What follows belongs to an exercise in optimizing a design on an open flow for small area, a short achievable clock period and few clock cycles per item; a production flow would make more cautious choices. Where RTL was checked, it was by simulation tests only, not by an equivalence proof against the original. The RTL of run 2 was laid out without a check of its function. No activity file was given, so power comes from the tool's default toggle rates.

[design.v]
module oz_outer_fill (
    input  wire        clk,
    input  wire        rst,         
    input  wire        in_valid,
    output reg         in_ready,
    input  wire [7:0]  in_data,
    input  wire        in_erase,
    output reg         out_valid,
    output reg         out_fail,
    output wire [2:0]  out_cnt,
    output wire [23:0] out_pos,
    output wire [31:0] out_val
);
    function automatic [7:0] mul_a1(input [7:0] a);    
        mul_a1 = {a[6:0], 1'b0} ^ (a[7] ? 8'h1D : 8'h00);
    endfunction
    function automatic [7:0] gf_mul(input [7:0] a, input [7:0] b);
        reg [7:0] p;
        reg [7:0] x;
        integer   n;
        begin
            p = 8'h00;
            x = a;
            for (n = 0; n < 8; n = n + 1) begin
                p = p ^ (x & {8{b[n]}});
                x = mul_a1(x);
            end
            gf_mul = p;
        end
    endfunction
    function automatic [7:0] gf_sq(input [7:0] a);
        gf_sq = {a[6],
                 a[3] ^ a[5] ^ a[6],
                 a[5],
                 a[2] ^ a[4] ^ a[5] ^ a[7],
                 a[4] ^ a[6],
                 a[1] ^ a[4] ^ a[5] ^ a[6],
                 a[7],
                 a[0] ^ a[4] ^ a[6] ^ a[7]};
    endfunction
    function automatic [7:0] cm(input integer m, input [7:0] a);   
        case (m)
            0: cm = a;
            1: cm = mul_a1(a);
            2: cm = mul_a1(mul_a1(a));
            default: cm = mul_a1(mul_a1(mul_a1(a)));
        endcase
    endfunction
    function automatic [7:0] mul_am1(input [7:0] a);   
        mul_am1 = {1'b0, a[7:1]} ^ (a[0] ? 8'h8E : 8'h00);
    endfunction
    function automatic [7:0] rom_x(input [5:0] p);
        reg [7:0] h;
        begin
            case (p[5:2])
            4'd0: h = 8'ha1;
            4'd1: h = 8'hd2;
            4'd2: h = 8'ha0;
            4'd3: h = 8'h0a;
            4'd4: h = 8'h23;
            4'd5: h = 8'h77;
            4'd6: h = 8'h35;
            4'd7: h = 8'h9c;
            4'd8: h = 8'hc0;
            4'd9: h = 8'h0c;
            4'd10: h = 8'hc9;
            4'd11: h = 8'h5a;
            4'd12: h = 8'h26;
            4'd13: h = 8'he8;
            4'd14: h = 8'h80;
            4'd15: h = 8'h08;
                default: h = 8'h00;
            endcase
            if (p[0]) h = mul_am1(h);
            if (p[1]) h = mul_am1(mul_am1(h));
            rom_x = h;
        end
    endfunction
    reg        fwd, back;     
    reg  [5:0] idx;           
    reg  [2:0] nerr;          
    reg  [7:0] b  [0:3];
    reg  [5:0] pos[0:3];
    reg  [7:0] t;             
    reg  [1:0] k;             
    reg  [1:0] i;             
    reg  [1:0] asel;          
    reg        prep, fin;     
    reg        chk;           
    assign out_cnt  = nerr;
    assign out_pos  = {pos[3], pos[2], pos[1], pos[0]};
    assign out_val  = {b[3], b[2], b[1], b[0]};
    wire       recv   = in_ready;
    wire       take   = in_valid && in_ready;
    wire [7:0] sym    = in_erase ? 8'h00 : in_data;
    wire       first  = (idx == 6'd0);
    wire       lastp  = (idx == 6'd63);
    wire [2:0] ncur   = first ? 3'd0 : nerr;
    wire       z0     = (ncur == 3'd0);
    wire       z45    = (ncur == 3'd4) || (ncur == 3'd5);
    wire       z5     = (ncur == 3'd5);
    wire [2:0] ninc   = z5 ? 3'd5 : ncur + 3'd1;
    wire [2:0] nnext  = in_erase ? ninc : ncur;
    wire       nosolve = in_erase ? z45 : (z0 || z5);    
    wire [1:0] fm1    = nerr[1:0] - 2'd1;       
    wire       jend   = (i == fm1);             
    wire       flast  = (i == k + 2'd1);        
    wire       klast  = (k == 2'd2) || (k == fm1);   
    wire [1:0] jn     = jend ? k : i + 2'd1;       
    wire [1:0] kn     = jend ? k - 2'd1 : k;
    wire [7:0] xr     = rom_x(recv ? idx : pos[asel]);
    wire [1:0] bs   = fwd ? i - 2'd1 : i;      
    wire [7:0] prod = gf_mul(t, b[bs]);
    wire [7:0] add = recv ? sym : prod;
    reg  [7:0] base [0:3];
    reg  [3:0] ben;
    integer    q;
    always @(*) begin
        for (q = 0; q < 4; q = q + 1) begin
            ben[q] = take || ((fwd || (back && !prep)) && i == q) ||
                     (back && fin && k == q);
            if (recv)
                base[q] = first ? 8'h00 : cm(q, b[q]);
            else if (fwd || k == q)
                base[q] = b[q];
            else
                base[q] = 8'h00;
        end
    end
    reg bad;
    always @(*) begin
        bad = 1'b0;
        for (q = 0; q < 4; q = q + 1)
            if (q >= nerr && b[q] != 8'h00) bad = 1'b1;
    end
    wire done_cw  = take && lastp;
    wire solve_cw = done_cw && !nosolve;
    wire back_end = back && ((chk && (bad || nerr == 3'd1)) ||
                             (fin && jend && k == 2'd0));
    wire recv_nx  = (recv && !solve_cw) || back_end;
    always @(posedge clk) begin
        if (rst) begin
            in_ready  <= 1'b1;
            fwd       <= 1'b0;
            back      <= 1'b0;
            idx       <= 6'd0;
            out_valid <= 1'b0;
        end else begin
            in_ready  <= recv_nx;
            out_valid <= (done_cw && !solve_cw) || back_end;
            if (take || back)
                idx <= (back && (fin || back_end)) ? 6'd0 : idx + 6'd1;
            if (solve_cw)
                fwd <= 1'b1;
            if (fwd && flast && klast) begin
                fwd  <= 1'b0;
                back <= 1'b1;
            end
            if (back_end)
                back <= 1'b0;
        end
    end
    always @(posedge clk) begin
        for (q = 0; q < 4; q = q + 1)
            if (ben[q]) b[q] <= base[q] ^ add;
        if (recv && z0)
            t <= xr;
        if (recv) begin
            k     <= 2'd0;
            i     <= 2'd3;
            fin   <= 1'b0;
            asel  <= 2'd1;             
        end
        if (take) begin
            if (!ncur[2])
                pos[ncur[1:0]] <= idx;
            nerr <= nnext;
            if (done_cw)
                out_fail <= in_erase || !z0;
        end
        if (fwd) begin
            i     <= i - 2'd1;
            if (flast) begin
                t <= xr;
                if (klast) begin
                    k     <= fm1 - 2'd1;
                    i     <= fm1;
                    asel  <= fm1 - 2'd1;
                    prep  <= 1'b1;
                    fin   <= 1'b0;
                    chk   <= 1'b1;
                end else begin
                    k     <= k + 2'd1;
                    i     <= 2'd3;
                    asel  <= ((k + 2'd1 == fm1) || (k == 2'd1)) ? fm1 : k + 2'd2;
                end
            end
        end
        if (back) begin
            prep <= fin;
            fin  <= (idx[2:0] == 3'd6);
            chk  <= 1'b0;
            if (prep) begin
                t    <= gf_sq(t ^ xr);   
                asel <= jn;
            end else
                t    <= gf_sq(t);
            if (fin) begin
                t    <= xr;              
                asel <= kn;
                i    <= jn;
                k    <= kn;
            end
            if (back_end)
                out_fail <= chk && bad;
        end
    end
endmodule
[run.sh]
#!/bin/bash
# synth_recipe.tcl (not shown) runs the flow's synth.tcl, then flattens the netlist and writes it again
# the make line also repeats each setting of config.mk as NAME=value (left out here)
make -C /OpenROAD-flow-scripts/flow DESIGN_CONFIG=/design/flow/config.mk WORK_HOME=/design/flow/orfs CLKGATE_MAP_FILE= SYNTH_SCRIPT=/design/flow/synth_recipe.tcl finish
[constraint.sdc]
create_clock -name core_clock -period 15.0 [get_ports {clk}]
set_input_delay 3.0000 -clock core_clock [delete_from_list [all_inputs] [get_ports {clk}]]
set_output_delay 3.0000 -clock core_clock [all_outputs]
set_load 0.01 [all_outputs]
[config.mk]
export PLATFORM = sky130hd
export DESIGN_NAME = oz_outer_fill
export DESIGN_NICKNAME = oz_outer_fill
export VERILOG_FILES = /design/flow/design.v
export SDC_FILE = /design/flow/constraint.sdc
export NUM_CORES = 4
export LEC_CHECK = 0
export CAP_MARGIN = 20
export CORE_MARGIN = 2
export CORE_UTILIZATION = 40
export SLEW_MARGIN = 20
==> flow_results.org, run 1 <==
** Status
- The run finished with no timing, DRC or antenna violations.

** Pwr
- Static leakage :: slightly below 3 nW
- Max rail drop VDD :: a little under 0.06 mV
- Dividing total power by cell area gives a power density of between 100 and 150 nW/um^2.

** Timing
- At the pin with the least slew margin, the transition time is about 1000 ps.
- Clock Skew :: 6.28 ps
- In the final timing run, aggregate negative setup slack is 0 ps.
- Slew Limit Headroom :: 0.292
- Period utilisation layout :: 0.322
- Unrepaired setup endpoints after global routing :: false
- The final hold violation count came to 0.
- Period minus WS final :: around 4800 ps
- Worst path setup slack after routing :: between 10000 and 15000 ps
- The number of max-slew violations in the final report was 0.
- For this run, the top clock speed supported by timing is roughly 210 MHz.
- Setup violators final :: 0

** Place
- OpenSTA, run right after detailed placement, puts the worst setup slack at ~9900 ps.
- The number of placed instances, taps included, is approximately 1100.
- GP Congestion :: 0.869
- Port Buffer Count :: 73
- Hpwl dp :: roughly 16000 um

** CTS
- H-tree levels :: 3
- Once the clock tree was built, the setup fixing pass inserted 0 buffers.
- Max Root-Sink Buffers :: 2
- Clock buffers created by TritonCTS :: 9
- After clock tree synthesis, the clock-pin slew on the worst setup and hold paths is ~70 ps.
- The cell sitting at the root of the clock tree is a sky130_fd_sc_hd__clkbuf_16.
- Number of hold buffers added after CTS :: 0
- CTS tree :: built
- CTS resizes :: 0
- The later pin in the worst-skew pair is clocked with a latency of about 350 ps.
- Clock sinks :: 87

** Floorplanning
- The die covers 19800 sq um.
- CORE AREA :: ~18000 sq um
- Io pins :: 74
- Horizontal die dimension :: around 140 um
- Die Span Y :: roughly 140 um
- # rows :: approximately 50
- Initial core utilization :: 0.412

** Global routing
- Entering global routing, the biggest net connects 25 pins.
- Across every metal layer, demand over resource in global routing totals 0.212.
- Number of global-route vias before repair :: around 5900
- The number of antenna violations at the first check in global routing was 0.
- The first global-routing pass estimated ~33000 um of wire.
- Gr ovfl total :: 0

** Route
- Number of detailed-routing iterations run before antenna repair :: 5
- The detailed router finished its first iteration with 586 violations.
- Vias per Instance :: roughly 5.8
- In the routed design, unresolved DRC markers number 0.
- Final routed wirelength across all metal layers :: 21200 um
- Number of routed nets with antenna violations :: 0
- Post-DR wirelength/cell :: around 19 um
- Vias after detailed routing :: about 6400

** Layout
- Ratio of cells with drive above 1 in the final layout :: 0.0709
- Leaving out filler cells and counting taps, the final layout contains about 1100.
- Fin nets :: 901
- Area grow syn2layout :: 15.0%
- Diodes inserted :: 0
- The filler cells instantiated in the layout total between 1500 and 2000.
- Final core utilization :: 0.474

** Logic synthesis
- During synthesis, Yosys emitted a total of 3 warnings.
- The synthesized design contains between 80 and 90 register bits.
- For this run, the leading register cell type out of synthesis is sky130_fd_sc_hd__edfxtp_1.
- Counting every instance in the synthesized netlist gives between 800 and 900.
- Sequential cell area fraction in the yosys report :: 0.315
- Number of synthesized flops with an enable pin :: slightly above 60
- Number of different library cells in the post-synthesis netlist :: 79
- Summing every instance area after synthesis gives 7480 sq um.
- Synthesized Nets :: around 860
- Average cell area after synthesis :: 9.01 sq um
- Async S/R FF share, synth :: 0

** Critical path
- Required time reported for the critical path endpoint :: 15070 ps
- Classification of the worst setup path :: input port to flop
- Data arrival time of the critical path :: a little under 5000 ps
- Nature of the critical path startpoint :: input port
- STA classifies the critical path endpoint as a flop.
- Critical-path maximum fanout :: 8

** Flow run
- Reported max-cap violation count :: 0

** Min path
- The tightest min-delay check is of the flop to flop type.
## power breakdown
| part | switching [mW] | internal (mW) | leakage, nW |
|---|---|---|---|
| Combinational | 0.253 | 0.217 | 1.97 |
| Sequential | 0.0474 | 0.283 | 0.813 |
| Clock | 0.102 | 0.116 | 0.143 |
| Total | 0.402 | 0.616 | 2.93 |
## final timing paths
path | start | endpoint | slack, ps | depth (start not counted)
setup reg to reg | in_ready | t[4] | 10420 | 15
hold / removal | chk | chk | 470 | 2
setup / recovery | in_erase | b[3][3] | 10170 | 4
hold reg to reg | chk | chk | 470 | 2
## area by class of cell
| class | count | area (sq um) | area share |
|---|---|---|---|
| repair buffers | 80 | 783 | 0.0911 |
| clock buffers | 9 | 225 | 0.0262 |
| clock inverters | 7 | 63.8 | 0.00742 |
| well taps | 229 | 287 | 0.0333 |
| flip-flops and latches | 87 | 2350 | 0.274 |
| inverters | 24 | 90.1 | 0.0105 |
| multi-input cells | 667 | 4790 | 0.558 |
## critical path, stage by stage
cell                              delay, ps
sky130_fd_sc_hd__clkdlybuf4s50_1        560
sky130_fd_sc_hd__nor2_1                 700
sky130_fd_sc_hd__a22oi_1                390
sky130_fd_sc_hd__xor2_1                 250
## state kept, by name (all words and copies together), names as in the netlist
register and flops:
out_valid 1, fwd 1, prep 1, asel 2
i 2, k 2, t 8, chk 1
back 1, nerr 3, fin 1, idx 6
pos 24, out_fail 1, b 32, in_ready 1
## cells in the final DEF (no fill, tap or decap), types with 4 or more instances in the layout
cell                              instances
sky130_fd_sc_hd__xnor2_1                 90
sky130_fd_sc_hd__nand3_1                 20
sky130_fd_sc_hd__a21oi_1                 37
sky130_fd_sc_hd__nand2b_1                 7
sky130_fd_sc_hd__inv_1                   22
sky130_fd_sc_hd__nor4_1                  10
sky130_fd_sc_hd__edfxtp_1                61
sky130_fd_sc_hd__o22ai_1                  7
sky130_fd_sc_hd__nor2_1                  64
sky130_fd_sc_hd__mux2_2                   8
sky130_fd_sc_hd__o211ai_1                10
sky130_fd_sc_hd__clkdlybuf4s50_1         73
sky130_fd_sc_hd__o21ai_0                 34
sky130_fd_sc_hd__nor3_1                  17
sky130_fd_sc_hd__a211oi_1                 8
sky130_fd_sc_hd__and2_1                   4
sky130_fd_sc_hd__nand2_1                102
sky130_fd_sc_hd__buf_4                    6
sky130_fd_sc_hd__nor2b_1                  4
sky130_fd_sc_hd__a221o_1                  6
sky130_fd_sc_hd__o221ai_1                 7
sky130_fd_sc_hd__clkbuf_16                9
sky130_fd_sc_hd__mux2i_1                 22
sky130_fd_sc_hd__a22oi_1                 34
sky130_fd_sc_hd__xor2_1                  71
sky130_fd_sc_hd__ha_1                    20
sky130_fd_sc_hd__mux4_2                   6
sky130_fd_sc_hd__dfxtp_1                 26
sky130_fd_sc_hd__o31ai_1                  4
sky130_fd_sc_hd__nand4_1                  5
## through the flow
step,hold WS (ps),power [mW],cell area (sq um)
global route,495,1.08,8600
floorplan,440,0.681,7480
finish,474,1.02,8600
detailed placement,465,0.804,8300
global placement,456,0.804,8300
CTS,481,1.02,8590
## cell usage after synthesis (11+ instances only)
cell type                    n  area (sq um)
sky130_fd_sc_hd__a22oi_1    34           255
sky130_fd_sc_hd__xor2_1     71           622
sky130_fd_sc_hd__nand2_1   102           383
sky130_fd_sc_hd__dfxtp_1    26           521
sky130_fd_sc_hd__clkbuf_1   29           109
sky130_fd_sc_hd__ha_1       20           250
sky130_fd_sc_hd__edfxtp_1   61          1830
sky130_fd_sc_hd__o21ai_0    34           170
sky130_fd_sc_hd__nor2_1     64           240
sky130_fd_sc_hd__nor3_1     17          85.1
sky130_fd_sc_hd__xnor2_1    90           788
sky130_fd_sc_hd__nand3_1    20           100
sky130_fd_sc_hd__mux2i_1    22           220
sky130_fd_sc_hd__buf_2      11          55.1
sky130_fd_sc_hd__inv_1      22          82.6
sky130_fd_sc_hd__a21oi_1    37           185
## logic make-up after synthesis
kind of cell,synth area share
DFF,0.315
AOI/OAI and AO/OA,0.194
muxes,0.0758
and+or+nand+nor,0.145
adders and majority gates,0.0335
buffers and inverters,0.0440
xor gates and xnor gates,0.193
## routing by layer
layer / share of wire / up-vias / global-route usage
li1: - / 3073 / -
met1: 0.45 / 3064 / 0.285
met2: 0.48 / 221 / 0.364
met3: 0.058 / 22 / 0.0323
met4: 0.012 / 0 / 0.0463
met5: 0 / - / 0
Testbench counts, summed over its fixed seeds: cycles 183,209, items 2,400.
==> run 2, diff against run 1 <==
--- a/design.v
+++ b/design.v
@@ -86,2 +86,3 @@
     reg  [1:0] i;             
+    reg  [1:0] bs;            
     reg  [1:0] asel;          
@@ -89,2 +90,4 @@
     reg        chk;           
+    reg        flast;         
+    reg        klast;         
     assign out_cnt  = nerr;
@@ -99,2 +102,3 @@
     wire       z0     = (ncur == 3'd0);
+    wire       z1     = (ncur == 3'd1);
     wire       z45    = (ncur == 3'd4) || (ncur == 3'd5);
@@ -104,11 +108,13 @@
     wire       nosolve = in_erase ? z45 : (z0 || z5);    
+    wire       f_is1  = in_erase ? z0 : z1;
     wire [1:0] fm1    = nerr[1:0] - 2'd1;       
     wire       jend   = (i == fm1);             
-    wire       flast  = (i == k + 2'd1);        
-    wire       klast  = (k == 2'd2) || (k == fm1);   
-    wire [1:0] jn     = jend ? k : i + 2'd1;       
+    wire [1:0] jn     = jend ? k : i + 2'd1;
     wire [1:0] kn     = jend ? k - 2'd1 : k;
+    wire [1:0] jnn    = (jn == fm1) ? kn : jn + 2'd1;
     wire [7:0] xr     = rom_x(recv ? idx : pos[asel]);
-    wire [1:0] bs   = fwd ? i - 2'd1 : i;      
-    wire [7:0] prod = gf_mul(t, b[bs]);
+    wire [7:0] bop  = b[bs];
+    wire [7:0] mb   = fwd ? bop : gf_sq(bop);
+    wire [7:0] ma   = {t[7:1] & {7{~fin}}, t[0] | fin};
+    wire [7:0] prod = gf_mul(ma, mb);
     wire [7:0] add = recv ? sym : prod;
@@ -119,3 +125,3 @@
         for (q = 0; q < 4; q = q + 1) begin
-            ben[q] = take || ((fwd || (back && !prep)) && i == q) ||
+            ben[q] = take || ((fwd || (back && (!prep || fin))) && i == q) ||
                      (back && fin && k == q);
@@ -151,3 +157,4 @@
             if (take || back)
-                idx <= (back && (fin || back_end)) ? 6'd0 : idx + 6'd1;
+                idx <= (back && back_end) ? 6'd0 :
+                       (back && fin) ? 6'd1 : idx + 6'd1;
             if (solve_cw)
@@ -170,7 +177,10 @@
             i     <= 2'd3;
+            bs    <= 2'd2;
+            flast <= 1'b0;
             fin   <= 1'b0;
-            asel  <= 2'd1;             
+            klast <= f_is1;
+            asel  <= f_is1 ? 2'd0 : 2'd1;
         end
         if (take) begin
-            if (!ncur[2])
+            if (in_erase && !ncur[2])
                 pos[ncur[1:0]] <= idx;
@@ -182,2 +192,4 @@
             i     <= i - 2'd1;
+            bs    <= bs - 2'd1;
+            flast <= (i == k + 2'd2);
             if (flast) begin
@@ -187,2 +199,3 @@
                     i     <= fm1;
+                    bs    <= fm1;
                     asel  <= fm1 - 2'd1;
@@ -194,2 +207,5 @@
                     i     <= 2'd3;
+                    bs    <= 2'd2;
+                    flast <= (k == 2'd1);
+                    klast <= (k + 2'd1 == fm1) || (k == 2'd1);
                     asel  <= ((k + 2'd1 == fm1) || (k == 2'd1)) ? fm1 : k + 2'd2;
@@ -199,15 +215,18 @@
         if (back) begin
-            prep <= fin;
-            fin  <= (idx[2:0] == 3'd6);
+            prep <= (idx[2:0] == 3'd7) && !(jend && k == 2'd0);
+            fin  <= (idx[2:0] == 3'd7);
             chk  <= 1'b0;
-            if (prep) begin
-                t    <= gf_sq(t ^ xr);   
+            if (prep && !fin)
                 asel <= jn;
-            end else
-                t    <= gf_sq(t);
+            if (idx[2:0] == 3'd7 && !fin) begin
+                t    <= xr;
+                asel <= kn;
+            end
+            if (prep)
+                t <= t ^ xr;
             if (fin) begin
-                t    <= xr;              
-                asel <= kn;
                 i    <= jn;
                 k    <= kn;
+                bs   <= jn;
+                asel <= jnn;
             end
==> flow/run.sh (new file) <==
#!/bin/bash
# The standard layout (standard.sh: ORFS synthesis with synth_recipe.tcl, then
# floorplan to finish) with three changes, none to the design's registers or constraints:
#  - ABC maps the logic with an area-oriented script (flow/abc_area.script) in place of
#    ORFS's delay-oriented abc_speed.script; ORFS's scripts are otherwise used unchanged,
#    from a copy whose abc_speed.script is replaced;
#  - the port buffers are buf_4 cells instead of the default delay-buffer cells;
#  - the resizer's setup repair aims for more slack than the 15 ns clock needs.
set -euo pipefail
here=$(pwd)
rm -rf "$here/orfs_scripts"
cp -r "$FLOW_HOME/scripts" "$here/orfs_scripts"
cp "$here/flow/abc_area.script" "$here/orfs_scripts/abc_speed.script"
export SCRIPTS_DIR="$here/orfs_scripts"
export BUFFER_PORTS_ARGS="-buffer_cell sky130_fd_sc_hd__buf_1"
export SETUP_SLACK_MARGIN=11.0
bash standard.sh > make_layout.log 2>&1
==> flow/abc_area.script (new file) <==
strash
&get -n
&fraig -x
&put
scorr
dc2
strash
&get -n
&dch -f
&nf -R 1000
&put
==> standard.sh (new file) <==
#!/bin/bash
# synth_recipe.tcl (not shown) runs the flow's synth.tcl, then flattens the netlist and writes it again
# the make line also repeats each setting of config.mk as NAME=value (left out here)
make -C /OpenROAD-flow-scripts/flow DESIGN_CONFIG=/design/flow/config.mk WORK_HOME=/design/flow/orfs CLKGATE_MAP_FILE= SYNTH_SCRIPT=/design/flow/synth_recipe.tcl "${@:-finish}"
--- a/config.mk
+++ b/config.mk
@@ -10,2 +10,3 @@
 export CORE_UTILIZATION = 40
+export CTS_BUF_LIST = sky130_fd_sc_hd__clkbuf_8
 export SLEW_MARGIN = 20
removed: run.sh
==> flow_results.org, run 2 <==
** CTS
- Clock buffers created by TritonCTS :: 9 (unchanged)
- The clock tree from TritonCTS was built (unchanged).
- Max Root-Sink Buffers :: 2 (unchanged)
- The clock latency on the worst-skew pair is 390 ps (was 350 ps).
- The cell at the root of the clock tree is sky130_fd_sc_hd__clkbuf_8 (was sky130_fd_sc_hd__clkbuf_16).
- The count of hold buffers inserted by post-cts repair came to 0 (unchanged).
- Clock sinks :: 91 (was 87)
- The clock input transition at the sequential cells of the worst setup and hold paths was 120 ps (was 70 ps).
- The number of H-tree branching levels came to 3 (unchanged).

** Critical path
- The origin of the critical flop-to-flop path is bs[0] (was in_ready).
- The type of destination of the critical path is an output port (was flop).
- The kind of cell adding the most delay to the critical path is flip-flops (was simple AND/OR/NAND/NOR gates).
- Worst path cell trace: buf_1 (was clkdlybuf4s50_1 > nor2_1 > a22oi_1 > xor2_1).
- Slowest cell on the critical path :: sky130_fd_sc_hd__edfxtp_1 (was sky130_fd_sc_hd__nor2_1)
- The class of the most critical setup path is flop to output port (was input port to flop).
- The worst-case reg-to-reg path depth came to 14 (was 15).
- Number of buffers and inverters on the critical path :: 1 (unchanged)
- Required time reported for the critical path endpoint :: 12000 ps (was 15070 ps)
- Reg2reg end :: b[0][3] (was t[4])
- Slack of the worst reg-to-reg path :: 11270 ps (was 10420 ps)
- Critical-path maximum fanout :: 2 (was 8)
- Data arrival time of the critical path :: 1070 ps (was 4900 ps)
- The worst stage delay on the critical path is 520 ps (was 700 ps).
- The launching element type of the critical path was a flop (was input port).

** Timing
- Slew Limit Headroom :: 0.217 (was 0.292)
- Period minus WS final :: 4070 ps (was 4830 ps)
- Number of hold-slack violations in the final timing report :: 0 (unchanged)
- The setup TNS after final layout came to 0 ps (unchanged).
- Period utilisation layout :: 0.272 (was 0.322)
- Final-report max-slew violation count :: 0 (unchanged)
- Clock Skew :: 12.0 ps (was 6.28 ps)
- The highest achievable clock rate is 245 MHz (was 207 MHz).
- The slew of the pin with the lowest slew margin was 1140 ps (was 1030 ps).
- Unrepaired setup endpoints after global routing :: true (was false)
- Setup violators final :: 0 (unchanged)

** Logic synthesis
- Post-synthesis instance total :: 763 (was 830)
- Number of different library cells in the post-synthesis netlist :: 47 (was 79)
- Leading cell types by count after synthesis: sky130_fd_sc_hd__xnor2_1, sky130_fd_sc_hd__nand2_1, sky130_fd_sc_hd__nor2_1, sky130_fd_sc_hd__edfxtp_1, sky130_fd_sc_hd__o21ai_0 (was sky130_fd_sc_hd__nand2_1, sky130_fd_sc_hd__xnor2_1, sky130_fd_sc_hd__xor2_1, sky130_fd_sc_hd__nor2_1, sky130_fd_sc_hd__edfxtp_1).
- Synthesized Nets :: 799 (was 862)
- Cell area after synthesis :: 6810 sq um (was 7480 sq um)
- Async S/R FF share, synth :: 0 (unchanged)
- The most used flip-flop cell after synthesis was sky130_fd_sc_hd__edfxtp_1 (unchanged).
- The synthesized flop and latch total is 91 (was 87).
- Number of synthesized flops with an enable pin :: 61 (unchanged)
- The Yosys warning count was 3 (unchanged).
- Share of the synthesized area in the top cell type :: 0.269 (was 0.245)
- The per-instance average area after synthesis came to 8.93 sq um (was 9.01 sq um).
- Leading cell types by total area after synthesis: sky130_fd_sc_hd__edfxtp_1, sky130_fd_sc_hd__xnor2_1, sky130_fd_sc_hd__dfxtp_1, sky130_fd_sc_hd__nand2_1, sky130_fd_sc_hd__nor2_1 (was sky130_fd_sc_hd__edfxtp_1, sky130_fd_sc_hd__xnor2_1, sky130_fd_sc_hd__xor2_1, sky130_fd_sc_hd__dfxtp_1, sky130_fd_sc_hd__nand2_1).
- The most area-hungry cell type in the Yosys netlist is sky130_fd_sc_hd__edfxtp_1 (unchanged).
- Sequential cell area fraction in the yosys report :: 0.357 (was 0.315)
- The library cell with the highest instance count after synthesis is sky130_fd_sc_hd__xnor2_1 (was sky130_fd_sc_hd__nand2_1).

** Pwr
- Cell Pwr Density :: 132 nW/um^2 (was 118 nW/um^2)
- Max rail drop VDD :: 0.0580 mV (was 0.0581 mV)
- Sum of internal, switching and leakage power :: 1.11 mW (was 1.02 mW)
- The reported leakage power was 3.08 nW (was 2.93 nW).

** Status
- Run status :: finished clean (unchanged)

** Layout
- The most frequent standard cell in the layout excluding fill and tap cells was sky130_fd_sc_hd__xnor2_1 (was sky130_fd_sc_hd__nand2_1).
- The area growth from synthesis to final layout was 23.7% (was 15.0%).
- The final net count is 954 (was 901).
- The register with the highest flop count is b (unchanged).
- The fraction of final layout cells with drive strength greater than 1 came to 0.173 (was 0.0709).
- The final antenna diode count was 0 (unchanged).
- Commonest non-fill, non-tap cells in the layout :: sky130_fd_sc_hd__xnor2_1, sky130_fd_sc_hd__nand2_1, sky130_fd_sc_hd__nor2_1 (was sky130_fd_sc_hd__nand2_1, sky130_fd_sc_hd__xnor2_1, sky130_fd_sc_hd__clkdlybuf4s50_1)
- Layout filler cell count :: 1608 (was 1744)
- Flip-flop count of the largest register, all copies and words added :: 32 (unchanged)

** Min path
- Endpoint of the worst hold-timing path :: chk (unchanged)
- Min-Delay Path Class :: flop to flop (unchanged)
- Hold Path Depth :: 2 (unchanged)
- Hold_sp :: chk (unchanged)

** Global routing
- Wire length of the first global-routing pass :: 32600 um (was 33300 um)
- The number of global-route vias before repair came to 5962 (was 5886).
- The total overflow reported by the global router was 0 (unchanged).
- Maximum number of pins on one net before global-route repair :: 31 (was 25)
- Antenna violations before repair :: 0 (unchanged)
- The overall routing resource usage came to 0.230 (was 0.212).

** Route
- The average via count per standard cell was 5.51 (was 5.78).
- The average routed wire per standard cell was 18.1 um (was 19.2 um).
- The count of vias placed by the detailed router was 6299 (was 6380).
- The count of unresolved DRC violations after routing was 0 (unchanged).
- The violation count after the first detailed-route iteration is 553 (was 586).
- Number of routed nets with antenna violations :: 0 (unchanged)
- Number of detailed-routing iterations run before antenna repair :: 9 (was 5)
- The aggregate routed wire length came to 20700 um (was 21200 um).

** Floorplanning
- The die outline height came to 135 um (was 141 um).
- CORE AREA :: 16600 sq um (was 18100 sq um)
- Io pins :: 74 (unchanged)
- The standard-cell row count was 47 (was 49).
- The floorplan die area came to 18100 sq um (was 19800 sq um).
- The width of the chip was 135 um (was 141 um).
- The starting utilization of the core area came to 0.409 (was 0.412).

** Place
- The number of port buffers was 73 (unchanged).
- The routability congestion estimate from global placement came to 0.834 (was 0.869).
- Hpwl dp :: 14200 um (was 15500 um)

** Flow run
- The count of maximum capacitance violations was 0 (unchanged).
run 2: changes by cell type after synthesis, sizes merged, moves of 16 or more:
cell	previous run	this run
xor2	72	37
clkbuf	29	0
nor2	64	91
xnor2	91	116
buf	23	0
inv	23	0
o21ai	37	58
clkinv	1	17
run 2: metal layers:
layer  vias to the layer above  part of all wire  GRT usage
li1                       3067                 -          -
met1                      2973              0.45      0.307
met2                       204              0.46      0.371
met3                        55             0.051     0.0364
met4                         0             0.039     0.0965
met5                         -                 0          0
run 2: final cells by class:
type                       instances  area (sq um)  share of cell area
inverter                          17          68.8             0.00817
clock buffer                       9           124              0.0147
tap                              220           275              0.0327
multi-input combinational        655          4530               0.538
timing repair buffer             144           907               0.108
clock inverter                     7          76.3             0.00906
sequential                        91          2440               0.290
run 2: worst max-delay path by stage:
| stage | from | end | slack, ps | depth (start not counted) |
|---|---|---|---|---|
| after floorplan | in_erase | asel[0] | 10920 | 7 |
| after global placement | in_erase | asel[0] | 10490 | 8 |
| after detailed placement | in_erase | asel[0] | 10430 | 8 |
| after CTS | nerr[0] | out_cnt[0] | 10920 | 2 |
| after global routing | nerr[0] | out_cnt[0] | 10900 | 2 |
| final | b[1][4] | out_val[12] | 10930 | 1 |
run 2: cells by family after synthesis:
kind of cell	Yosys count	synth area share
simple gates	264	0.169
compound gates	189	0.176
xor+xnor	153	0.197
flops	91	0.357
mux	25	0.0481
fa+ha+maj	24	0.0441
buf+inv	17	0.00937
run 2: metrics by stage:
step | area (sq um) | cells | hold WS [ps] | util | worst slack (ps)
6_report | 8430 | 1143 | 516 | 0.506 | 10930
5_1_grt | 8430 | 1143 | 562 | 0.506 | 10900
4_1_cts | 8140 | 1123 | 515 | 0.489 | 10920
3_5_place_dp | 7480 | 1063 | 499 | 0.449 | 10430
3_3_place_gp | 7480 | 1063 | 488 | 0.449 | 10490
2_1_floorplan | 6870 | 763 | 454 | - | 10920
run 2: repair_timing:
| item | 4_1_cts | 5_1_grt |
|---|---|---|
| gates resized for setup | 30 | 53 |
| cloned | 1 | 0 |
| pin swaps | 1 | 5 |
| setup buffers | 43 | 20 |
| setup endpoints to repair | 75 | 68 |
run 2: power by group:
| group | leakage, nW | internal, mW | total (mW) | switching [mW] |
|---|---|---|---|---|
| clock network | 0.103 | 0.0668 | 0.181 | 0.115 |
| logic | 2.14 | 0.283 | 0.612 | 0.329 |
| registers | 0.844 | 0.293 | 0.317 | 0.0237 |

port drivers added, routing unchanged:
No port has a modelled driver above. Below, the same layouts with a new extraction and two added sets of constraints. Step 1, drivers: a clkbuf_16 drives clk and a buf_2 each remaining input, both assumed. Step 2 adds t to the input delays and takes it off the output delays; t is the mean of the earliest and latest rising clock arrival at the registers after step 1. Input paths then give back, and output paths get back, about the clock's delay inside the block. Slacks: ideal ports / drivers / drivers and shift; pairs: ideal ports / drivers.
run	t, ns	slack for setup (ns)	hold WS [ns]	worst register clock-pin slew, ns	cell pins on the clock port's net
run 1	0.389	10.173 / 10.191 / 9.803	0.474 / 0.474 / 0.474	0.07 / 0.07	1
run 2	0.423	10.926 / 10.891 / 10.670	0.516 / 0.516 / 0.516	0.12 / 0.12	1
After both steps every run listed still meets setup and hold. For run 1, which loses most, drivers alone change the setup slack by +0.018 ns; drivers and shift together by -0.370 ns.
